Context: an optimization exercise on an open-source flow, tuned for small area, a short achievable clock period and few clock cycles per item. The choices shown serve that exercise and are no tape-out recipe. Only simulation tests tie the RTL to the original design; equivalence was not proved. Power and IR drop assume default switching activity.

--- config.mk ---
export PLATFORM = sky130hd
export DESIGN_NAME = rs544_dec
export DESIGN_NICKNAME = rs544_dec
export VERILOG_FILES = /design/flow/design.v
export SDC_FILE = /design/flow/constraint.sdc
export NUM_CORES = 8
export LEC_CHECK = 0
export CAP_MARGIN = 20
export CORE_MARGIN = 2
export CORE_UTILIZATION = 30
export SLEW_MARGIN = 20
--- constraint.sdc ---
create_clock -name core_clock -period 16.0 [get_ports {clk}]
set_input_delay 3.2000 -clock core_clock [delete_from_list [all_inputs] [get_ports {clk}]]
set_output_delay 3.2000 -clock core_clock [all_outputs]
set_load 0.01 [all_outputs]
--- design.v ---
module rs_gf_inv (
    input  wire [9:0] a,
    output wire [9:0] y
);
    localparam [99:0] ALPHA_2I = {10'h112, 10'h240, 10'h090, 10'h024, 10'h009,
        10'h100, 10'h040, 10'h010, 10'h004, 10'h001};
    function [9:0] gf_mul;
        input [9:0] a;
        input [9:0] b;
        reg   [9:0] p;
        reg   [9:0] s;
        integer     i;
        begin
            p = 10'd0;
            s = a;
            for (i = 0; i < 10; i = i + 1) begin
                if (b[i])
                    p = p ^ s;
                s = {s[8:0], 1'b0} ^ (s[9] ? 10'h009 : 10'h000);
            end
            gf_mul = p;
        end
    endfunction
    function [9:0] gf_sq;
        input [9:0] a;
        integer     i;
        begin
            gf_sq = 10'd0;
            for (i = 0; i < 10; i = i + 1)
                if (a[i])
                    gf_sq = gf_sq ^ ALPHA_2I[10*i +: 10];
        end
    endfunction
    function [9:0] gf_sqn;
        input [9:0]   a;
        input integer n;
        integer       i;
        begin
            gf_sqn = a;
            for (i = 0; i < n; i = i + 1)
                gf_sqn = gf_sq(gf_sqn);
        end
    endfunction
    wire [9:0] b1 = a;                               
    wire [9:0] b2 = gf_mul(gf_sqn(b1, 1), b1);       
    wire [9:0] b4 = gf_mul(gf_sqn(b2, 2), b2);       
    wire [9:0] b8 = gf_mul(gf_sqn(b4, 4), b4);       
    wire [9:0] b9 = gf_mul(gf_sqn(b8, 1), b1);       
    assign y = gf_sq(b9);
endmodule
module rs544_dec (
    input  wire         clk,
    input  wire         rst,
    input  wire         in_valid,
    output wire         in_ready,
    input  wire [9:0]   in_sym,
    output wire         out_valid,
    output wire         out_fail,
    output wire [3:0]   out_nerr,
    output wire [149:0] out_pos,
    output wire [149:0] out_val
);
    localparam [299:0] ALPHA_J = {10'h320, 10'h190, 10'h0c8, 10'h064, 10'h032,
        10'h019, 10'h208, 10'h104, 10'h082, 10'h041, 10'h224, 10'h112, 10'h089,
        10'h240, 10'h120, 10'h090, 10'h048, 10'h024, 10'h012, 10'h009, 10'h200,
        10'h100, 10'h080, 10'h040, 10'h020, 10'h010, 10'h008, 10'h004, 10'h002,
        10'h001};
    localparam [99:0] ALPHA_2I = {10'h112, 10'h240, 10'h090, 10'h024, 10'h009,
        10'h100, 10'h040, 10'h010, 10'h004, 10'h001};
    localparam [9:0] ALPHA_543 = 10'h3eb;
    localparam [9:0] ALPHA_M1  = 10'h204;    
    function [9:0] gf_mul;
        input [9:0] a;
        input [9:0] b;
        reg   [9:0] p;
        reg   [9:0] s;
        integer     i;
        begin
            p = 10'd0;
            s = a;
            for (i = 0; i < 10; i = i + 1) begin
                if (b[i])
                    p = p ^ s;
                s = {s[8:0], 1'b0} ^ (s[9] ? 10'h009 : 10'h000);
            end
            gf_mul = p;
        end
    endfunction
    function [9:0] gf_sq;
        input [9:0] a;
        integer     i;
        begin
            gf_sq = 10'd0;
            for (i = 0; i < 10; i = i + 1)
                if (a[i])
                    gf_sq = gf_sq ^ ALPHA_2I[10*i +: 10];
        end
    endfunction
    integer i;
    localparam BM_IDLE = 2'd0, BM_RUN = 2'd1, BM_DONE = 2'd2;
    reg        rdy;           
    reg [9:0]  icnt;          
    reg        a_v;           
    reg        a_first;
    reg        a_last;
    reg [9:0]  a_sym;
    reg [299:0] syn;
    reg        s_pend;        
    reg [319:0] cr;           
    reg        c_use;         
    reg        c_load;        
    reg [1:0]  bm_st;
    reg [4:0]  ph;            
    reg        ph0;           
    reg [169:0] lr;           
    reg [169:0] br;           
    reg [4:0]  r;             
    reg [9:0]  gam;
    reg [9:0]  dcur;          
    reg [9:0]  dacc;          
    reg [5:0]  kk;            
    reg [4:0]  ll;            
    reg [4:0]  mm;            
    reg [9:0]  btap;          
    reg [9:0]  srd;           
    reg [9:0]  kval;          
    reg [159:0] lc;           
    reg [159:0] bc;           
    reg [9:0]  xr;            
    reg [9:0]  pc;            
    reg        c_run;
    reg        ctag;          
    reg        cbig;          
    reg [4:0]  cl0, cl1;      
    reg [4:0]  cm0, cm1;      
    reg [9:0]  ck0, ck1;      
    reg        hand;          
    reg        stall;         
    reg        sk_v, sk_root, sk_last, sk_tag;
    reg        sk_end;        
    reg [9:0]  sk_bs, sk_od;
    reg [4:0]  nroots;
    reg        qv;
    reg        qtag;
    reg [9:0]  qp, qx, qb, qo;
    reg        dbusy;
    reg [10:1] ds;            
    reg [4:0]  dmsh;          
    reg        dtag;
    reg [9:0]  dp, dx, da, dxx, dy;
    reg [3:0]  jcnt;          
    reg        eow_pend;
    reg        eow_tag;
    reg        eow_fail;
    reg        rb_v;
    reg [3:0]  rb_slot;
    reg [19:0] rb_d;
    reg [299:0] sr;           
    reg [3:0]  sph;           
    reg [3:0]  clr;           
    reg        pp;            
    reg        pf;
    reg [3:0]  pn;
    reg        ov, of;
    reg [3:0]  on;
    wire xfer = in_valid && rdy;
    assign in_ready = rdy;
    always @(posedge clk) begin
        a_sym   <= in_sym;
        a_first <= (icnt == 10'd0);
        a_last  <= (icnt == 10'd543);
        if (a_v)
            for (i = 0; i < 30; i = i + 1)
                syn[10*i +: 10] <= (a_first ? 10'd0 : gf_mul(syn[10*i +: 10], ALPHA_J[10*i +: 10])) ^ a_sym;
        for (i = 0; i < 32; i = i + 1)
            if (c_load && i < 30)
                cr[10*i +: 10] <= syn[10*i +: 10];
            else
                cr[10*i +: 10] <= cr[10*((i+1)%32) +: 10];
    end
    wire bm_run = (bm_st == BM_RUN);
    wire r1     = (r == 5'd1);      
    wire [3:0] ci = 4'd15 - ph[3:0];      
    wire dummy  = (ph == 5'd16);
    wire dec = (dcur != 10'd0) && !kk[5];
    wire [4:0] m_next = dec ? 5'd1 : ((mm == 5'd31) ? 5'd31 : mm + 5'd1);
    wire [9:0] g_next = dec ? dcur : gam;
    wire [9:0] lam_old = r1 ? ((ph == 5'd15) ? 10'd1 : ((ph == 5'd14 && ll != 5'd0) ? gam : 10'd0)) : lr[9:0];
    wire [9:0] bu_old  = r1 ? ((ph == 5'd15) ? 10'd1 : 10'd0) : br[9:0];
    wire       bmask   = !dummy && ({1'b0, ci} >= mm);
    wire [9:0] bm_v    = r1 ? (({1'b0, ci} == mm && !dummy) ? 10'd1 : 10'd0) : (bmask ? btap : 10'd0);
    wire [9:0] lam_new = gf_mul(gam, lam_old) ^ gf_mul(dcur, bm_v);
    wire [9:0] l_wb = !bm_run ? lr[9:0] : (dummy ? 10'd0 : lam_new);
    wire [9:0] b_wb = !bm_run ? br[9:0] : (dummy ? 10'd0 : (dec ? lam_old : bu_old));
    wire [9:0] prod = gf_mul(lr[169:160], srd);
    wire [4:0] tidx = dummy ? mm + 5'd2 : mm + 5'd1;
    reg  [9:0] tsel;
    always @(*) begin
        tsel = 10'd0;
        for (i = 1; i < 17; i = i + 1)
            if (tidx == i)
                tsel = br[10*i +: 10];
    end
    wire [9:0] tval = (dummy && dec) ? br[29:20] : tsel;
    wire [9:0] sval = r[0] ? cr[199:190] : cr[39:30];
    reg [9:0] ev_sum, od_sum, bs_sum;
    always @(*) begin
        ev_sum = 10'd0;
        od_sum = 10'd0;
        bs_sum = 10'd0;
        for (i = 0; i < 16; i = i + 1) begin
            if (i % 2 == 1)
                od_sum = od_sum ^ lc[10*i +: 10];
            else
                ev_sum = ev_sum ^ lc[10*i +: 10];
            bs_sum = bs_sum ^ bc[10*i +: 10];
        end
    end
    wire root_c = ((ev_sum ^ od_sum) == 10'd0);
    wire clast  = (pc == 10'd0);
    wire c_last = c_run && clast;
    wire [9:0] sk_x = sk_last ? ALPHA_543 : gf_mul(xr, ALPHA_M1);
    wire [9:0] sk_p = sk_last ? 10'd0 : pc + 10'd1;
    wire [4:0] sk_l = sk_tag ? cl1 : cl0;
    wire [4:0] d_l = dtag ? cl1 : cl0;
    wire [3:0] widx = d_l[3:0] - 4'd1 - jcnt;
    wire ystep = |ds[5:1];
    wire [9:0] sq_in = ystep ? dy : dxx;
    wire [9:0] sq1 = gf_sq(sq_in);
    wire [9:0] sq2 = gf_sq(sq1);
    wire [9:0] sq4 = gf_sq(gf_sq(sq2));
    reg  [9:0] ma, mb;
    always @(*) begin
        if (!dbusy) begin
            ma = qb;
            mb = qo;
        end else if (ystep) begin
            ma = sq1;
            mb = dmsh[4] ? dx : 10'd1;
        end else if (ds[6] || ds[9]) begin
            ma = sq1;
            mb = da;
        end else if (ds[7]) begin
            ma = sq2;
            mb = dxx;
        end else if (ds[8]) begin
            ma = sq4;
            mb = dxx;
        end else begin
            ma = sq1;
            mb = dy;
        end
    end
    wire [9:0] dmul = gf_mul(ma, mb);
    wire c_step   = c_run && !stall;
    wire sk_go    = sk_v && !stall;
    wire d_pop    = qv && !dbusy && !(eow_pend && (qtag != eow_tag));
    wire rb_drain = rb_v && !pp && (rb_slot == sph);
    wire d_last   = ds[10];
    wire d_fin    = d_last && (!rb_v || rb_drain);
    wire eow_go   = eow_pend && !dbusy && !(qv && (qtag == eow_tag)) && !rb_v && !pp;
    wire present  = pp && (clr == 4'd0) && (sph == 4'd2);
    wire bm_end   = bm_run && dummy && (r == 5'd29);
    wire [1:0] bm_st_n = c_load ? BM_RUN :
                         (bm_st == BM_RUN)  ? (bm_end ? BM_DONE : BM_RUN) :
                         (bm_st == BM_DONE) ? (hand ? BM_IDLE : BM_DONE) : BM_IDLE;
    wire ph0_n    = (ph == 5'd16) || c_load;
    wire c_use_n  = c_load || (c_use && !(bm_run && dummy && r == 5'd28));
    wire s_pend_n = (a_v && a_last) || (s_pend && !c_load);
    wire stop_c   = sk_go && sk_end && !sk_last && (sk_tag == ctag);
    wire c_run_n  = hand || (c_run && !(c_step && clast) && !stop_c);
    wire [4:0] nroots_n = (sk_go && sk_end) ? 5'd0 : nroots + ((sk_go && sk_root) ? 5'd1 : 5'd0);
    wire [4:0] c_l = ctag ? cl1 : cl0;
    wire c_skip = (ll == 5'd0) || (ll > 5'd15);
    wire [9:0] pc_n = hand ? (c_skip ? 10'd0 : 10'd543) : (c_step ? pc - 10'd1 : pc);
    wire sk_v_n    = stall ? sk_v    : (c_run && !stop_c);
    wire sk_end_n  = stall ? sk_end  : (c_last || (c_run && root_c && !cbig && (nroots_n + 5'd1 == c_l)));
    wire sk_root_n = stall ? sk_root : (c_run && root_c && !cbig);
    wire sk_last_n = stall ? sk_last : c_last;
    wire sk_tag_n  = stall ? sk_tag  : ctag;
    wire qv_n      = (sk_go && sk_root) || (qv && !d_pop);
    wire qtag_n    = (sk_go && sk_root) ? sk_tag : qtag;
    wire dbusy_n   = d_pop || (dbusy && !d_fin);
    wire eow_pend_n = (sk_go && sk_end) || (eow_pend && !eow_go);
    wire eow_tag_n  = (sk_go && sk_end) ? sk_tag : eow_tag;
    wire d_pop_n   = qv_n && !dbusy_n && !(eow_pend_n && (qtag_n != eow_tag_n));
    wire stall_n   = sk_v_n && ((sk_root_n && qv_n && !d_pop_n) || (sk_end_n && eow_pend_n));
    wire hand_n    = (bm_st_n == BM_DONE) && ph0_n && !c_run_n;
    wire c_load_n  = s_pend_n && !c_use_n && ((bm_st_n == BM_IDLE) || hand_n);
    assign out_valid = ov;
    assign out_fail  = of;
    assign out_nerr  = on;
    genvar g;
    generate
        for (g = 0; g < 15; g = g + 1) begin : g_out
            assign out_pos[10*g +: 10] = sr[20*((g+12)%15)+10 +: 10];
            assign out_val[10*g +: 10] = sr[20*((g+12)%15) +: 10];
        end
    endgenerate
    wire [19:0] s_wb = rb_drain ? rb_d : ((clr != 4'd0) ? 20'd0 : sr[19:0]);
    always @(posedge clk) begin
        lr <= {l_wb, lr[169:10]};
        br <= {b_wb, br[169:10]};
        sr <= {s_wb, sr[299:20]};
        btap <= tval;
        if (rst) begin
            rdy      <= 1'b0;
            icnt     <= 10'd0;
            a_v      <= 1'b0;
            s_pend   <= 1'b0;
            c_use    <= 1'b0;
            c_load   <= 1'b0;
            ph       <= 5'd0;
            ph0      <= 1'b1;
            bm_st    <= BM_IDLE;
            c_run    <= 1'b0;
            ctag     <= 1'b0;
            hand     <= 1'b0;
            stall    <= 1'b0;
            sk_v     <= 1'b0;
            nroots   <= 5'd0;
            qv       <= 1'b0;
            dbusy    <= 1'b0;
            ds       <= 10'd0;
            jcnt     <= 4'd0;
            eow_pend <= 1'b0;
            rb_v     <= 1'b0;
            sph      <= 4'd0;
            clr      <= 4'd15;
            pp       <= 1'b0;
            ov       <= 1'b0;
        end else begin
            a_v <= xfer;
            if (xfer)
                icnt <= (icnt == 10'd543) ? 10'd0 : icnt + 10'd1;
            s_pend <= s_pend_n;
            c_use  <= c_use_n;
            c_load <= c_load_n;
            rdy <= !((c_use || (bm_st != BM_IDLE) || c_load) &&
                     (s_pend && !c_load || a_v && a_last || xfer && icnt == 10'd543));
            bm_st <= bm_st_n;
            ph    <= (ph == 5'd16 || c_load) ? 5'd0 : ph + 5'd1;
            ph0   <= ph0_n;
            if (c_load) begin
                r    <= 5'd1;
                gam  <= (syn[9:0] != 10'd0) ? syn[9:0] : 10'd1;
                kk   <= (syn[9:0] != 10'd0) ? 6'h3f : 6'd1;
                ll   <= (syn[9:0] != 10'd0) ? 5'd1 : 5'd0;
                mm   <= (syn[9:0] != 10'd0) ? 5'd1 : 5'd2;
                dcur <= syn[19:10] ^ gf_sq(syn[9:0]);    
            end else if (bm_run && dummy) begin
                dcur <= dacc ^ prod;
                if (dec) begin
                    gam <= dcur;
                    kk  <= -kk - 6'd1;
                    ll  <= r + 5'd1 - ll;
                end else begin
                    kk  <= kk + 6'd1;
                end
                mm <= m_next;
                r  <= r + 5'd1;
            end
            c_run <= c_run_n;
            hand  <= hand_n;
            stall <= stall_n;
            if (hand) begin
                ctag <= !ctag;
                cbig <= (ll > 5'd15);
                if (ctag) begin
                    cl0 <= ll; cm0 <= mm; ck0 <= kval;
                end else begin
                    cl1 <= ll; cm1 <= mm; ck1 <= kval;
                end
            end
            sk_v    <= sk_v_n;
            sk_root <= sk_root_n;
            sk_last <= sk_last_n;
            sk_tag  <= sk_tag_n;
            nroots  <= nroots_n;
            sk_end  <= sk_end_n;
            eow_pend <= eow_pend_n;
            eow_tag  <= eow_tag_n;
            if (sk_go && sk_end)
                eow_fail <= (sk_l > 5'd15) || ((nroots + (sk_root ? 5'd1 : 5'd0)) != sk_l);
            qv    <= qv_n;
            qtag  <= qtag_n;
            dbusy <= dbusy_n;
            if (d_pop)
                ds <= 10'd1;
            else if (d_fin)
                ds <= 10'd0;
            else if (!d_last)
                ds <= {ds[9:1], 1'b0};
            if (d_fin)
                jcnt <= jcnt + 4'd1;
            else if (eow_go)
                jcnt <= 4'd0;
            if (d_fin)
                rb_v <= 1'b1;
            else if (rb_drain)
                rb_v <= 1'b0;
            sph <= (sph == 4'd14) ? 4'd0 : sph + 4'd1;
            if (present || (eow_go && eow_fail))
                clr <= 4'd15;
            else if (clr != 4'd0)
                clr <= clr - 4'd1;
            if (eow_go)
                pp <= 1'b1;
            else if (present)
                pp <= 1'b0;
            ov <= present;
        end
        if (bm_run) begin
            if (ph == 5'd0)
                dacc <= 10'd0;
            else if (!dummy)
                dacc <= dacc ^ prod;
            if (ph == 5'd15 && r == 5'd29)
                srd <= g_next;
            else
                srd <= sval;
            if (bm_end)
                kval <= gf_sq(gf_sq(gf_sq(gf_sq(gf_sq(prod)))));    
        end
        if (hand) begin
            for (i = 0; i < 16; i = i + 1) begin
                lc[10*i +: 10] <= lr[10*(15-i) +: 10];
                bc[10*i +: 10] <= br[10*(15-i) +: 10];
            end
            xr <= 10'd1;
        end else if (c_step) begin
            for (i = 0; i < 16; i = i + 1) begin
                lc[10*i +: 10] <= gf_mul(lc[10*i +: 10], ALPHA_J[10*(15-i) +: 10]);
                bc[10*i +: 10] <= gf_mul(bc[10*i +: 10], ALPHA_J[10*(15-i) +: 10]);
            end
            xr <= gf_mul(xr, 10'h002);
        end
        pc <= pc_n;
        if (!stall) begin
            sk_bs <= bs_sum;
            sk_od <= od_sum;
        end
        if (sk_go && sk_root) begin
            qp <= sk_p;
            qx <= sk_x;
            qb <= sk_bs;
            qo <= sk_od;
        end
        if (d_pop) begin
            dtag <= qtag;
            dp   <= qp;
            dx   <= qx;
            da   <= dmul;
            dxx  <= dmul;
            dy   <= qtag ? ck1 : ck0;
            dmsh <= qtag ? cm1 : cm0;
        end else begin
            if (ystep) begin
                dy   <= dmul;
                dmsh <= {dmsh[3:0], 1'b0};
            end
            if (|ds[9:6])
                dxx <= dmul;
        end
        if (d_fin) begin
            rb_slot <= widx;
            rb_d    <= {dp, dmul};
        end
        if (eow_go) begin
            pf <= eow_fail;
            pn <= jcnt;
        end
        of <= pf;
        on <= pf ? 4'd0 : pn;
    end
endmodule
--- flow/run.sh ---
#!/bin/bash
# Layout flow: the standard flow (standard.sh, with its synthesis unchanged) and these
# settings, passed to ORFS through the environment:
#  - timing repair aims for 11.5 ns of setup slack at the design's 16 ns clock, so that the
#    repair steps work on every path longer than 4.5 ns instead of none;
#  - port buffers are buf_2 cells instead of the resizer's default pick (a delay cell);
#  - clock tree: sinks clustered in groups of up to 25 within 80 um, no dummy loads.
set -euo pipefail
export SETUP_SLACK_MARGIN=11.5
export BUFFER_PORTS_ARGS="-buffer_cell sky130_fd_sc_hd__buf_2"
export CTS_ARGS="-sink_clustering_enable -repair_clock_nets -sink_clustering_size 25 -sink_clustering_max_diameter 80 -dont_use_dummy_load"
bash standard.sh > standard.log 2>&1
--- standard.sh ---
#!/bin/bash
# synth_recipe.tcl (not shown) runs the flow's synth.tcl, then flattens the netlist and writes it again
# the make line also repeats each setting of config.mk as NAME=value (left out here)
make -C /OpenROAD-flow-scripts/flow DESIGN_CONFIG=/design/flow/config.mk WORK_HOME=/design/flow/orfs CLKGATE_MAP_FILE= SYNTH_SCRIPT=/design/flow/synth_recipe.tcl "${@:-finish}"
==> impl_metrics.xml, run 1 <==
<?xml version="1.0" encoding="UTF-8"?>
<metrics>
  <group name="outcome">
    <metric name="run_status" unit="">finished clean</metric>
  </group>
  <group name="logic_synthesis">
    <metric name="synth_edf_count" unit="">894</metric>
    <metric name="asr_flop_ratio_synth" unit="%">0</metric>
    <metric name="post_synth_inst_count" unit="">6840</metric>
    <metric name="ys_types" unit="">102</metric>
    <metric name="synth_ff_type" unit="">sky130_fd_sc_hd__dfxtp_1</metric>
    <metric name="number_of_register_bits_inferred_by_synthesis" unit="">1951</metric>
    <metric name="synthesis.area" unit="sq um">82000</metric>
    <metric name="ys_warn_count" unit="">3</metric>
    <metric name="synth.yosys.seq_area_share" unit="%">58.5</metric>
    <metric name="synth_area_per_inst" unit="sq um">12.0</metric>
    <metric name="syn_nets" unit="">6893</metric>
  </group>
  <group name="finish">
    <metric name="drive_gt1_share" unit="%">19.6</metric>
    <metric name="synthToLayoutAreaGrowth" unit="%">13.1</metric>
    <metric name="fill_cells" unit="">26400</metric>
    <metric name="postLayoutCoreUtil" unit="%">34.2</metric>
    <metric name="mostFrequentLayoutCells" unit="">sky130_fd_sc_hd__xnor2_1, sky130_fd_sc_hd__edfxtp_1, sky130_fd_sc_hd__dfxtp_1</metric>
    <metric name="design.final.nets" unit="">7115</metric>
    <metric name="layout_commonest_cell" unit="">sky130_fd_sc_hd__xnor2_1</metric>
    <metric name="layout.cell_area.non_filler" unit="sq um">92700</metric>
    <metric name="area_of_combinational_cells_with_multiple_inputs" unit="sq um">32400</metric>
    <metric name="final-seq-area" unit="sq um">48500</metric>
  </group>
  <group name="clock_tree">
    <metric name="reg_clk_slew_reported_paths" unit="ns">0.10</metric>
    <metric name="ctsRootBufferMaster" unit="">sky130_fd_sc_hd__clkbuf_16</metric>
    <metric name="tritoncts.num_buffers" unit="">99</metric>
    <metric name="clock_tree_from_tritoncts" unit="">built</metric>
    <metric name="count_of_clock_tree_sinks" unit="">1951</metric>
    <metric name="cts-hold-fix-buffers" unit="">0</metric>
    <metric name="h-tree-depth" unit="">3</metric>
    <metric name="cts_max_path_buffers" unit="">3</metric>
    <metric name="clk_lat_worst_skew" unit="ns">0.79</metric>
  </group>
  <group name="route">
    <metric name="drt-pass1-iter-count" unit="">6</metric>
    <metric name="first_iter_violations" unit="">4540</metric>
    <metric name="detail_route.drc_violations" unit="">0</metric>
    <metric name="postRouteWirelength" unit="um">212000</metric>
    <metric name="num_vias" unit="">49700</metric>
    <metric name="detail-route-antenna-nets" unit="">0</metric>
    <metric name="drt-vias-per-instance" unit="">4.67</metric>
    <metric name="wire_length_per_cell_after_detailed_routing" unit="um">19.9</metric>
  </group>
  <group name="pwr">
    <metric name="power.switching" unit="W">0.00184</metric>
    <metric name="p_int" unit="W">0.00660</metric>
    <metric name="p_leak" unit="nW">32.4</metric>
    <metric name="power_density" unit="nW/um^2">91.0</metric>
    <metric name="power.combinational.fraction" unit="%">4.8</metric>
    <metric name="sequentialPowerShare" unit="%">63.9</metric>
    <metric name="peakVddDrop" unit="uV">94.2</metric>
    <metric name="power.share.clock" unit="%">31.3</metric>
    <metric name="sw_frac_of_total" unit="%">21.8</metric>
  </group>
  <group name="die">
    <metric name="placeableCoreArea" unit="sq um">271000</metric>
    <metric name="fp-row-count" unit="">191</metric>
    <metric name="ios" unit="">320</metric>
    <metric name="die_h" unit="um">527</metric>
    <metric name="initial_core_util" unit="%">30.2</metric>
    <metric name="floorplan.die.width" unit="um">527</metric>
    <metric name="floorplan.die_area" unit="sq um">278000</metric>
  </group>
  <group name="worst_hold_path">
    <metric name="worstHoldStart" unit="">cr[8]</metric>
    <metric name="hold_path_class" unit="">reg2reg</metric>
  </group>
  <group name="worst_setup_path">
    <metric name="critical_path.max_fanout" unit="">2</metric>
    <metric name="cp_top_family" unit="">flip-flops</metric>
    <metric name="arrival" unit="ns">1.33</metric>
    <metric name="timing.rr.end" unit="">btap[9]</metric>
    <metric name="critical_path.endpoint" unit="">out_pos[69]</metric>
    <metric name="timing.critical_path.required" unit="ns">12.80</metric>
    <metric name="worst_setup_path_start_kind" unit="">register</metric>
    <metric name="rrSetupSlack" unit="ns">11.65</metric>
    <metric name="worst_r2r_path_depth" unit="">12</metric>
    <metric name="endpoint_class_of_the_critical_path" unit="">output pin</metric>
    <metric name="delay_of_the_slowest_cell_on_the_worst_path" unit="ns">0.42</metric>
    <metric name="crit_path_start" unit="">sr[79]</metric>
    <metric name="worst-setup-path-type" unit="">reg2out</metric>
    <metric name="critical-path-slowest-cell" unit="">sky130_fd_sc_hd__dfxtp_4</metric>
    <metric name="wp_buf_inv" unit="">1</metric>
    <metric name="worst_path_depth" unit="">1</metric>
    <metric name="reg2reg_from" unit="">ph[0]</metric>
    <metric name="worstPathCellList" unit="">buf_6</metric>
  </group>
  <group name="grt">
    <metric name="grt_util_all_layers" unit="%">14.8</metric>
    <metric name="grt_max_degree" unit="">233</metric>
    <metric name="grt_antenna_before_repair" unit="">6</metric>
    <metric name="grt-ovfl-total" unit="">0</metric>
    <metric name="grt_pass1_vias" unit="">50200</metric>
    <metric name="wire_length_of_the_first_global_routing_pass" unit="um">320000</metric>
  </group>
  <group name="sta">
    <metric name="hold_violations" unit="">0</metric>
    <metric name="fmax" unit="MHz">221</metric>
    <metric name="min_period_over_period" unit="%">28.3</metric>
    <metric name="setup_tns" unit="ns">0</metric>
    <metric name="report.final.setup_viol" unit="">0</metric>
    <metric name="timing.final.crit_period" unit="ns">4.53</metric>
    <metric name="final.setup_skew" unit="ns">0.136</metric>
    <metric name="slew_violations" unit="">0</metric>
    <metric name="fin_hold_ws" unit="ns">0.275</metric>
    <metric name="setup_repair_after_global_routing_missed_its_margin" unit="">yes</metric>
    <metric name="worst_slew_pin_slew" unit="ns">1.09</metric>
    <metric name="max-slew-margin-rel" unit="%">27.5</metric>
  </group>
  <group name="job">
    <metric name="max-cap-violations" unit="">0</metric>
  </group>
  <group name="placed_design">
    <metric name="dp.final_hpwl" unit="um">144000</metric>
    <metric name="dpl-instance-area" unit="sq um">87200</metric>
    <metric name="port_buffers" unit="">319</metric>
    <metric name="final_wtd_congestion" unit="">0.888</metric>
  </group>
</metrics>
-- per-stage QoR --
step           power [W]  worst slack, ns  instances
2_1_floorplan    0.00582            11.42       6840
3_3_place_gp     0.00592            10.75      10400
3_5_place_dp     0.00592            10.67      10400
4_1_cts          0.00853            11.25      10600
5_1_grt          0.00875            11.41      10600
6_report         0.00844            11.47      10600
-- layout make-up --
cell class | instances | share of cell area (%)
timing repair buffer | 477 | 4.91
multi-input combinational | 4451 | 34.9
inverter | 82 | 0.336
tap | 3570 | 4.82
sequential | 1951 | 52.3
antenna | 2 | 0.00540
clock buffer | 99 | 2.67
-- power groups by stage --
stage	sequential [W]	combinational (W)	clock (W)
after floorplan	0.00549	0.000330	0
after global placement	0.00552	0.000399	0
after detailed placement	0.00552	0.000403	0
after CTS	0.00540	0.000409	0.00272
after global routing	0.00541	0.000449	0.00289
final	0.00540	0.000403	0.00264
-- logic make-up (layout without fill, tap and decap cells) --
family / after synthesis / after routing / share of synthesized area, %
multiplexers: 506 / 506 / 6.86
AO/OA/AOI/OAI: 769 / 769 / 5.88
flip-flops: 1951 / 1951 / 58.5
other: 0 / 2 / 0
AND/OR/NAND/NOR: 1442 / 1442 / 7.66
buffers and inverters: 438 / 658 / 2.10
XOR/XNOR: 1694 / 1694 / 18.3
adder cells (fa/ha/maj): 40 / 40 / 0.629
-- synthesized netlist by cell type, types with 22 or more instances --
master	number	area, sq um
sky130_fd_sc_hd__mux2i_1	66	661
sky130_fd_sc_hd__dfxtp_1	1057	21200
sky130_fd_sc_hd__nand2b_1	94	588
sky130_fd_sc_hd__edfxtp_1	894	26800
sky130_fd_sc_hd__a22oi_1	41	308
sky130_fd_sc_hd__nand3_1	93	465
sky130_fd_sc_hd__xor2_1	550	4820
sky130_fd_sc_hd__nor2b_1	26	163
sky130_fd_sc_hd__a31oi_1	24	150
sky130_fd_sc_hd__ha_1	38	475
sky130_fd_sc_hd__nand2_1	568	2130
sky130_fd_sc_hd__inv_1	78	293
sky130_fd_sc_hd__a211oi_1	22	165
sky130_fd_sc_hd__nor2_1	511	1920
sky130_fd_sc_hd__o21ai_0	338	1690
sky130_fd_sc_hd__mux2_2	438	4930
sky130_fd_sc_hd__clkbuf_1	309	1160
sky130_fd_sc_hd__o22ai_1	36	225
sky130_fd_sc_hd__xnor2_1	1130	9900
sky130_fd_sc_hd__nor3_1	24	120
sky130_fd_sc_hd__a21oi_1	113	566
-- flip-flops by register name, indices dropped and copies added, names as in the netlist, 20 cells and up --
signal  count
br        170
lc        160
syn       300
cr        320
bc        160
lr        170
sr        300
rb_d       20
-- layer usage --
metal  up-vias  GRT usage [%]  wire, um
met5         -              0         0
met4         0           3.82      5560
met3       256           1.78      9150
met2      1245           24.5     99900
met1     24600           20.3     96900
li1      23600              -         -
-- what timing repair did --
| action | CTS | global route |
|---|---|---|
| endpoints found under the setup margin | 431 | 329 |
| buffers inserted | 77 | 23 |
| pin swaps | 0 | 1 |
| gates resized for setup | 627 | 33 |
| endpoints found under the hold margin | 0 | 0 |
-- how the worst min path moves through the flow --
stage / to / slack [ns] / cells past startpoint
final: cr[318] / 0.28 / 0
after global routing: cr[318] / 0.26 / 0
after CTS: cr[318] / 0.27 / 0
after detailed placement: cr[315] / 0.31 / 0
after global placement: cr[302] / 0.32 / 0
after floorplan: cr[300] / 0.31 / 0
Testbench counts, summed over its fixed seeds: cycles 111,279, items 192.
==> run 2, diff against run 1 <==
--- a/design.v
+++ b/design.v
@@ -142,5 +142,2 @@
     reg [4:0]  nroots;
-    reg        qv;
-    reg        qtag;
-    reg [9:0]  qp, qx, qb, qo;
     reg        dbusy;
@@ -154,5 +151,2 @@
     reg        eow_fail;
-    reg        rb_v;
-    reg [3:0]  rb_slot;
-    reg [19:0] rb_d;
     reg [299:0] sr;           
@@ -181,3 +175,3 @@
     wire bm_run = (bm_st == BM_RUN);
-    wire r1     = (r == 5'd1);      
+    wire r0     = (r == 5'd0);
     wire [3:0] ci = 4'd15 - ph[3:0];      
@@ -187,6 +181,6 @@
     wire [9:0] g_next = dec ? dcur : gam;
-    wire [9:0] lam_old = r1 ? ((ph == 5'd15) ? 10'd1 : ((ph == 5'd14 && ll != 5'd0) ? gam : 10'd0)) : lr[9:0];
-    wire [9:0] bu_old  = r1 ? ((ph == 5'd15) ? 10'd1 : 10'd0) : br[9:0];
+    wire [9:0] lam_old = r0 ? ((ph == 5'd15) ? 10'd1 : 10'd0) : lr[9:0];
+    wire [9:0] bu_old  = r0 ? ((ph == 5'd15) ? 10'd1 : 10'd0) : br[9:0];
     wire       bmask   = !dummy && ({1'b0, ci} >= mm);
-    wire [9:0] bm_v    = r1 ? (({1'b0, ci} == mm && !dummy) ? 10'd1 : 10'd0) : (bmask ? btap : 10'd0);
+    wire [9:0] bm_v    = r0 ? ((ph == 5'd14) ? 10'd1 : 10'd0) : (bmask ? btap : 10'd0);
     wire [9:0] lam_new = gf_mul(gam, lam_old) ^ gf_mul(dcur, bm_v);
@@ -195,12 +189,12 @@
     wire [9:0] prod = gf_mul(lr[169:160], srd);
-    wire [4:0] tidx = dummy ? mm + 5'd2 : mm + 5'd1;
-    reg  [9:0] tsel;
+    wire [4:0] tm   = dummy ? m_next : mm;
+    wire [4:0] tidx = tm + 5'd1;
+    reg  [9:0] tval;
     always @(*) begin
-        tsel = 10'd0;
+        tval = 10'd0;
         for (i = 1; i < 17; i = i + 1)
             if (tidx == i)
-                tsel = br[10*i +: 10];
+                tval = br[10*i +: 10];
     end
-    wire [9:0] tval = (dummy && dec) ? br[29:20] : tsel;
-    wire [9:0] sval = r[0] ? cr[199:190] : cr[39:30];
+    wire [9:0] sval = r[0] ? cr[29:20] : cr[189:180];
     reg [9:0] ev_sum, od_sum, bs_sum;
@@ -234,4 +228,4 @@
         if (!dbusy) begin
-            ma = qb;
-            mb = qo;
+            ma = sk_bs;
+            mb = sk_od;
         end else if (ystep) begin
@@ -256,8 +250,7 @@
     wire sk_go    = sk_v && !stall;
-    wire d_pop    = qv && !dbusy && !(eow_pend && (qtag != eow_tag));
-    wire rb_drain = rb_v && !pp && (rb_slot == sph);
+    wire d_pop    = sk_go && sk_root;
     wire d_last   = ds[10];
-    wire d_fin    = d_last && (!rb_v || rb_drain);
-    wire eow_go   = eow_pend && !dbusy && !(qv && (qtag == eow_tag)) && !rb_v && !pp;
-    wire present  = pp && (clr == 4'd0) && (sph == 4'd2);
+    wire d_fin    = d_last && !pp && (widx == sph);
+    wire eow_go   = eow_pend && !dbusy && !pp;
+    wire present  = pp && (clr == 4'd0) && (sph == 4'd14);
     wire bm_end   = bm_run && dummy && (r == 5'd29);
@@ -280,10 +273,10 @@
     wire sk_tag_n  = stall ? sk_tag  : ctag;
-    wire qv_n      = (sk_go && sk_root) || (qv && !d_pop);
-    wire qtag_n    = (sk_go && sk_root) ? sk_tag : qtag;
     wire dbusy_n   = d_pop || (dbusy && !d_fin);
+    wire pp_n      = eow_go || (pp && !present);
     wire eow_pend_n = (sk_go && sk_end) || (eow_pend && !eow_go);
     wire eow_tag_n  = (sk_go && sk_end) ? sk_tag : eow_tag;
-    wire d_pop_n   = qv_n && !dbusy_n && !(eow_pend_n && (qtag_n != eow_tag_n));
-    wire stall_n   = sk_v_n && ((sk_root_n && qv_n && !d_pop_n) || (sk_end_n && eow_pend_n));
-    wire hand_n    = (bm_st_n == BM_DONE) && ph0_n && !c_run_n;
+    wire d_wait_n  = dbusy_n || (eow_pend_n && pp_n);
+    wire stall_n   = sk_v_n && ((sk_root_n && d_wait_n) || (sk_end_n && eow_pend_n && (dbusy_n || pp_n)));
+    wire hand_n    = (bm_st_n == BM_DONE) && ph0_n &&
+                     (!c_run_n || ((pc_n == 10'd0) && !stall_n));
     wire c_load_n  = s_pend_n && !c_use_n && ((bm_st_n == BM_IDLE) || hand_n);
@@ -295,7 +288,7 @@
         for (g = 0; g < 15; g = g + 1) begin : g_out
-            assign out_pos[10*g +: 10] = sr[20*((g+12)%15)+10 +: 10];
-            assign out_val[10*g +: 10] = sr[20*((g+12)%15) +: 10];
+            assign out_pos[10*g +: 10] = sr[20*g+10 +: 10];
+            assign out_val[10*g +: 10] = sr[20*g +: 10];
         end
     endgenerate
-    wire [19:0] s_wb = rb_drain ? rb_d : ((clr != 4'd0) ? 20'd0 : sr[19:0]);
+    wire [19:0] s_wb = d_fin ? {dp, dmul} : ((clr != 4'd0) ? 20'd0 : sr[19:0]);
     always @(posedge clk) begin
@@ -321,3 +314,2 @@
             nroots   <= 5'd0;
-            qv       <= 1'b0;
             dbusy    <= 1'b0;
@@ -326,3 +318,2 @@
             eow_pend <= 1'b0;
-            rb_v     <= 1'b0;
             sph      <= 4'd0;
@@ -344,8 +335,8 @@
             if (c_load) begin
-                r    <= 5'd1;
-                gam  <= (syn[9:0] != 10'd0) ? syn[9:0] : 10'd1;
-                kk   <= (syn[9:0] != 10'd0) ? 6'h3f : 6'd1;
-                ll   <= (syn[9:0] != 10'd0) ? 5'd1 : 5'd0;
-                mm   <= (syn[9:0] != 10'd0) ? 5'd1 : 5'd2;
-                dcur <= syn[19:10] ^ gf_sq(syn[9:0]);    
+                r    <= 5'd0;
+                gam  <= 10'd1;
+                kk   <= 6'd0;
+                ll   <= 5'd0;
+                mm   <= 5'd1;
+                dcur <= syn[9:0];
             end else if (bm_run && dummy) begin
@@ -384,4 +375,2 @@
                 eow_fail <= (sk_l > 5'd15) || ((nroots + (sk_root ? 5'd1 : 5'd0)) != sk_l);
-            qv    <= qv_n;
-            qtag  <= qtag_n;
             dbusy <= dbusy_n;
@@ -397,6 +386,2 @@
                 jcnt <= 4'd0;
-            if (d_fin)
-                rb_v <= 1'b1;
-            else if (rb_drain)
-                rb_v <= 1'b0;
             sph <= (sph == 4'd14) ? 4'd0 : sph + 4'd1;
@@ -406,6 +391,3 @@
                 clr <= clr - 4'd1;
-            if (eow_go)
-                pp <= 1'b1;
-            else if (present)
-                pp <= 1'b0;
+            pp <= pp_n;
             ov <= present;
@@ -442,16 +424,10 @@
         end
-        if (sk_go && sk_root) begin
-            qp <= sk_p;
-            qx <= sk_x;
-            qb <= sk_bs;
-            qo <= sk_od;
-        end
         if (d_pop) begin
-            dtag <= qtag;
-            dp   <= qp;
-            dx   <= qx;
+            dtag <= sk_tag;
+            dp   <= sk_p;
+            dx   <= sk_x;
             da   <= dmul;
             dxx  <= dmul;
-            dy   <= qtag ? ck1 : ck0;
-            dmsh <= qtag ? cm1 : cm0;
+            dy   <= sk_tag ? ck1 : ck0;
+            dmsh <= sk_tag ? cm1 : cm0;
         end else begin
@@ -464,6 +440,2 @@
         end
-        if (d_fin) begin
-            rb_slot <= widx;
-            rb_d    <= {dp, dmul};
-        end
         if (eow_go) begin
==> flow/run.sh (replaced) <==
#!/bin/bash
# Layout flow: the standard flow (standard.sh, unchanged synthesis), with two settings:
#  - timing repair aims for 11.5 ns of setup slack at the design's 16 ns clock, so that the
#    repair steps work on every path longer than 4.5 ns instead of none;
#  - port buffers are buf_4 cells instead of the resizer's default pick (a delay cell).
set -euo pipefail
export SETUP_SLACK_MARGIN=11.5
export BUFFER_PORTS_ARGS="-buffer_cell sky130_fd_sc_hd__buf_4"
bash standard.sh > standard.log 2>&1
--- a/config.mk
+++ b/config.mk
@@ -10,2 +10,4 @@
 export CORE_UTILIZATION = 30
+export CTS_CLUSTER_DIAMETER = 80
+export CTS_CLUSTER_SIZE = 25
 export SLEW_MARGIN = 20
==> run 2 against run 1 <==
Hold slack improved by 0.036 ns. Highest routed layer unchanged. Fmax rose by 0.14%. Synthesized area fell by 2.6%. Clock skew fell by 0.076 ns. Still clean. Largest cell class unchanged. Global-route usage fell by 0.067 points. Via count fell by 0.74%. Wire length fell by 2.8%.
==> impl_metrics.xml, run 2 <==
<?xml version="1.0" encoding="UTF-8"?>
<metrics>
  <group name="pwr">
    <metric name="sequentialPowerShare" unit="%">61.1</metric>
    <metric name="sw_frac_of_total" unit="%">23.1</metric>
    <metric name="power_density" unit="nW/um^2">93.7</metric>
    <metric name="p_int" unit="W">0.00657</metric>
    <metric name="power.share.clock" unit="%">33.6</metric>
    <metric name="p_leak" unit="nW">32.2</metric>
    <metric name="power.combinational.fraction" unit="%">5.3</metric>
    <metric name="power.switching" unit="W">0.00197</metric>
    <metric name="peakVddDrop" unit="uV">112</metric>
  </group>
  <group name="worst_setup_path">
    <metric name="worstPathCellList" unit="">buf_6</metric>
    <metric name="timing.critical_path.required" unit="ns">12.80</metric>
    <metric name="cp_top_family" unit="">flip-flops</metric>
    <metric name="worst-setup-path-type" unit="">reg2out</metric>
    <metric name="endpoint_class_of_the_critical_path" unit="">output pin</metric>
    <metric name="arrival" unit="ns">1.32</metric>
    <metric name="critical_path.max_fanout" unit="">2</metric>
    <metric name="wp_buf_inv" unit="">1</metric>
    <metric name="worst_setup_path_start_kind" unit="">register</metric>
    <metric name="critical-path-slowest-cell" unit="">sky130_fd_sc_hd__dfxtp_4</metric>
    <metric name="delay_of_the_slowest_cell_on_the_worst_path" unit="ns">0.42</metric>
  </group>
  <group name="grt">
    <metric name="grt_antenna_before_repair" unit="">4</metric>
    <metric name="wire_length_of_the_first_global_routing_pass" unit="um">311000</metric>
    <metric name="grt_max_degree" unit="">248</metric>
    <metric name="grt-ovfl-total" unit="">0</metric>
    <metric name="grt_util_all_layers" unit="%">14.7</metric>
    <metric name="grt_pass1_vias" unit="">49100</metric>
  </group>
  <group name="sta">
    <metric name="report.final.setup_viol" unit="">0</metric>
    <metric name="setup_repair_after_global_routing_missed_its_margin" unit="">yes</metric>
    <metric name="final.setup_skew" unit="ns">0.0606</metric>
    <metric name="timing.final.crit_period" unit="ns">4.52</metric>
    <metric name="setup_tns" unit="ns">0</metric>
    <metric name="min_period_over_period" unit="%">28.3</metric>
    <metric name="max-slew-margin-rel" unit="%">24.0</metric>
    <metric name="fmax" unit="MHz">221</metric>
    <metric name="slew_violations" unit="">0</metric>
    <metric name="worst_slew_pin_slew" unit="ns">1.14</metric>
    <metric name="hold_violations" unit="">0</metric>
  </group>
  <group name="placed_design">
    <metric name="dp.final_hpwl" unit="um">141000</metric>
    <metric name="port_buffers" unit="">319</metric>
    <metric name="dpl.cell_count" unit="">10400</metric>
    <metric name="final_wtd_congestion" unit="">0.910</metric>
  </group>
  <group name="logic_synthesis">
    <metric name="synth_ff_type" unit="">sky130_fd_sc_hd__dfxtp_1</metric>
    <metric name="ys_top_cells_by_area" unit="">sky130_fd_sc_hd__edfxtp_1, sky130_fd_sc_hd__dfxtp_1, sky130_fd_sc_hd__xnor2_1</metric>
    <metric name="synth_area_per_inst" unit="sq um">11.7</metric>
    <metric name="ys_types" unit="">93</metric>
    <metric name="yosys.area.top_type" unit="">sky130_fd_sc_hd__edfxtp_1</metric>
    <metric name="synthesis.area" unit="sq um">79800</metric>
    <metric name="dominant_combinational_cell_family_by_area_after_synthesis" unit="">XOR/XNOR gates</metric>
    <metric name="synthDominantCellAreaShare" unit="%">30.8</metric>
    <metric name="synth_compound_area_share" unit="%">6.39</metric>
    <metric name="ys_warn_count" unit="">3</metric>
    <metric name="synth_simple_gate_area_share" unit="%">8.06</metric>
    <metric name="asr_flop_ratio_synth" unit="%">0</metric>
    <metric name="synth_mux_area_share" unit="%">6.78</metric>
    <metric name="synth-xor-area-share" unit="%">18.6</metric>
    <metric name="number_of_register_bits_inferred_by_synthesis" unit="">1883</metric>
    <metric name="synth_fa_ha_area_share" unit="%">0.599</metric>
    <metric name="synth.most_common_cell" unit="">sky130_fd_sc_hd__xnor2_1</metric>
    <metric name="syn_nets" unit="">6868</metric>
    <metric name="post_synth_inst_count" unit="">6818</metric>
    <metric name="synth.top_cells.by_count" unit="">sky130_fd_sc_hd__xnor2_1, sky130_fd_sc_hd__dfxtp_1, sky130_fd_sc_hd__edfxtp_1, sky130_fd_sc_hd__nand2_1, sky130_fd_sc_hd__xor2_1</metric>
    <metric name="synth_edf_count" unit="">818</metric>
    <metric name="synth.yosys.seq_area_share" unit="%">57.5</metric>
  </group>
  <group name="clock_tree">
    <metric name="tritoncts.num_buffers" unit="">96</metric>
    <metric name="cts_max_path_buffers" unit="">3</metric>
    <metric name="h-tree-depth" unit="">3</metric>
    <metric name="cts-hold-fix-buffers" unit="">0</metric>
    <metric name="clock_tree_from_tritoncts" unit="">built</metric>
    <metric name="count_of_clock_tree_sinks" unit="">1883</metric>
    <metric name="clk_lat_worst_skew" unit="ns">0.78</metric>
    <metric name="ctsRootBufferMaster" unit="">sky130_fd_sc_hd__clkbuf_16</metric>
    <metric name="reg_clk_slew_reported_paths" unit="ns">0.10</metric>
  </group>
  <group name="route">
    <metric name="detail_route.drc_violations" unit="">0</metric>
    <metric name="detail-route-antenna-nets" unit="">0</metric>
    <metric name="postRouteWirelength" unit="um">206000</metric>
    <metric name="num_vias" unit="">49300</metric>
    <metric name="drt-pass1-iter-count" unit="">6</metric>
    <metric name="drt-vias-per-instance" unit="">4.64</metric>
    <metric name="wire_length_per_cell_after_detailed_routing" unit="um">19.4</metric>
    <metric name="first_iter_violations" unit="">4399</metric>
  </group>
  <group name="finish">
    <metric name="largest_register" unit="">cr</metric>
    <metric name="final-instance-count-excl-fill" unit="">10600</metric>
    <metric name="largest_register_ffs" unit="">320</metric>
    <metric name="fill_cells" unit="">26100</metric>
    <metric name="synthToLayoutAreaGrowth" unit="%">14.2</metric>
    <metric name="design.final.nets" unit="">7064</metric>
    <metric name="biggestRegsByFlops" unit="">cr x320, sr x300, syn x300</metric>
    <metric name="final-seq-area" unit="sq um">46400</metric>
    <metric name="mostFrequentLayoutCells" unit="">sky130_fd_sc_hd__xnor2_1, sky130_fd_sc_hd__edfxtp_1, sky130_fd_sc_hd__dfxtp_1</metric>
    <metric name="drive_gt1_share" unit="%">19.5</metric>
    <metric name="layout_commonest_cell" unit="">sky130_fd_sc_hd__xnor2_1</metric>
    <metric name="area_of_combinational_cells_with_multiple_inputs" unit="sq um">32300</metric>
  </group>
  <group name="die">
    <metric name="floorplan.die.width" unit="um">520</metric>
    <metric name="ios" unit="">320</metric>
    <metric name="floorplan.die_area" unit="sq um">270000</metric>
    <metric name="die_h" unit="um">520</metric>
    <metric name="initial_core_util" unit="%">30.1</metric>
    <metric name="fp-row-count" unit="">189</metric>
    <metric name="placeableCoreArea" unit="sq um">265000</metric>
  </group>
  <group name="outcome">
    <metric name="run_status" unit="">finished clean</metric>
  </group>
  <group name="worst_hold_path">
    <metric name="hold_path_class" unit="">reg2reg</metric>
  </group>
  <group name="job">
    <metric name="max-cap-violations" unit="">0</metric>
  </group>
</metrics>
==> run 2: cell count changes after synthesis, sizes merged, moves of 17 or more <==
cell,delta
xnor2,-46
edfxtp,-76
nor3,+25
a21oi,+33
a22oi,-17
mux2,-18
nand3,-26
nand2,+46
==> run 2: kinds of logic after synthesis <==
group | after synthesis
xor+xnor | 1653
simple gates | 1481
fa+ha+maj | 37
mux | 488
buf+inv | 450
flops | 1883
compound gates | 826
==> run 2: stage by stage <==
step	hold WS [ns]	cell area, sq um	util [%]	setup slack (ns)	power, W
4_1_cts	0.301	90800	34.3	11.36	0.00863
3_3_place_gp	0.314	85800	32.4	11.09	0.00579
6_report	0.311	91200	34.4	11.48	0.00854
3_5_place_dp	0.312	85800	32.4	11.02	0.00579
5_1_grt	0.305	91200	34.4	11.41	0.00886
2_1_floorplan	0.310	79900	-	11.51	0.00568
==> run 2: path summary, 6_finish.rpt <==
| kind | cells after the start | startpoint | slack, ns | end |
|---|---|---|---|---|
| setup / recovery | 1 | sr[29] | 11.48 | out_val[19] |
| hold reg to reg | 0 | sr[248] | 0.31 | sr[228] |
| setup reg to reg | 12 | ds[7] | 11.68 | dy[6] |
| hold / removal | 0 | sr[248] | 0.31 | sr[228] |
==> run 2: layer usage <==
layer	up-vias	track usage, %	share of wire (%)
li1	23500	-	-
met1	24300	20.2	45
met2	1349	24.3	47
met3	239	1.93	5.2
met4	0	3.61	2.4
met5	-	0	0
==> run 2: power by group through the flow <==
stage / clock network (W) / registers (W) / logic (W)
2_1_floorplan: 0 / 0.00531 / 0.000372
3_3_place_gp: 0 / 0.00534 / 0.000450
3_5_place_dp: 0 / 0.00534 / 0.000456
4_1_cts: 0.00295 / 0.00522 / 0.000463
5_1_grt: 0.00312 / 0.00523 / 0.000510
6_report: 0.00287 / 0.00522 / 0.000457
==> run 2: layout make-up <==
class	count	share of cell area, %
Clock inverter	38	0.557
Multi-Input combinational cell	4485	35.5
Inverter	79	0.329
Clock buffer	134	2.88
Timing Repair inverter	1	0.00549
Tap cell	3533	4.85
Timing Repair Buffer	468	5.04
Antenna cell	1	0.00274
Sequential cell	1883	50.9
==> run 2: timing repair <==
item                       CTS  global route
resized for setup          587            14
pin swaps                    0             0
setup endpoints to repair  305           210
cloned                       0             1
setup buffers               57            25
Testbench counts of run 2, summed over its fixed seeds: cycles 111,945, items 192.

[what the ideal ports hide]
No port has a modelled driver above. Below, the same layouts with a new extraction and two added sets of constraints.
Step 1 (the two cells are an assumption about what drives the block):
set clk [get_ports {clk}]
set_driving_cell -lib_cell sky130_fd_sc_hd__clkbuf_16 $clk
set_driving_cell -lib_cell sky130_fd_sc_hd__buf_2 [delete_from_list [all_inputs] $clk]
Step 2 moves the port delays by t, midway between the first and last clock arrival at a register: inputs arrive t later, outputs are due t later. That takes back most of the time a late clock gives input paths.
a / b / c = ideal / step 1 / step 2; a / b = the first two.
| run | shift t [ns] | setup slack, ns | worst setup path at the end | clock arrival spread, ns | worst slew at a driven data input, ns |
|---|---|---|---|---|---|
| run 1 | 0.815 | 11.470 / 11.378 / 10.773 | input to register | 0.144 / 0.144 | 0.22 |
| run 2 | 0.846 | 11.476 / 11.378 / 11.053 | input to register | 0.066 / 0.066 | 0.06 |
After both steps every run listed still meets setup and hold. For run 1, which loses most, drivers alone change the setup slack by -0.092 ns; drivers and shift together by -0.697 ns.
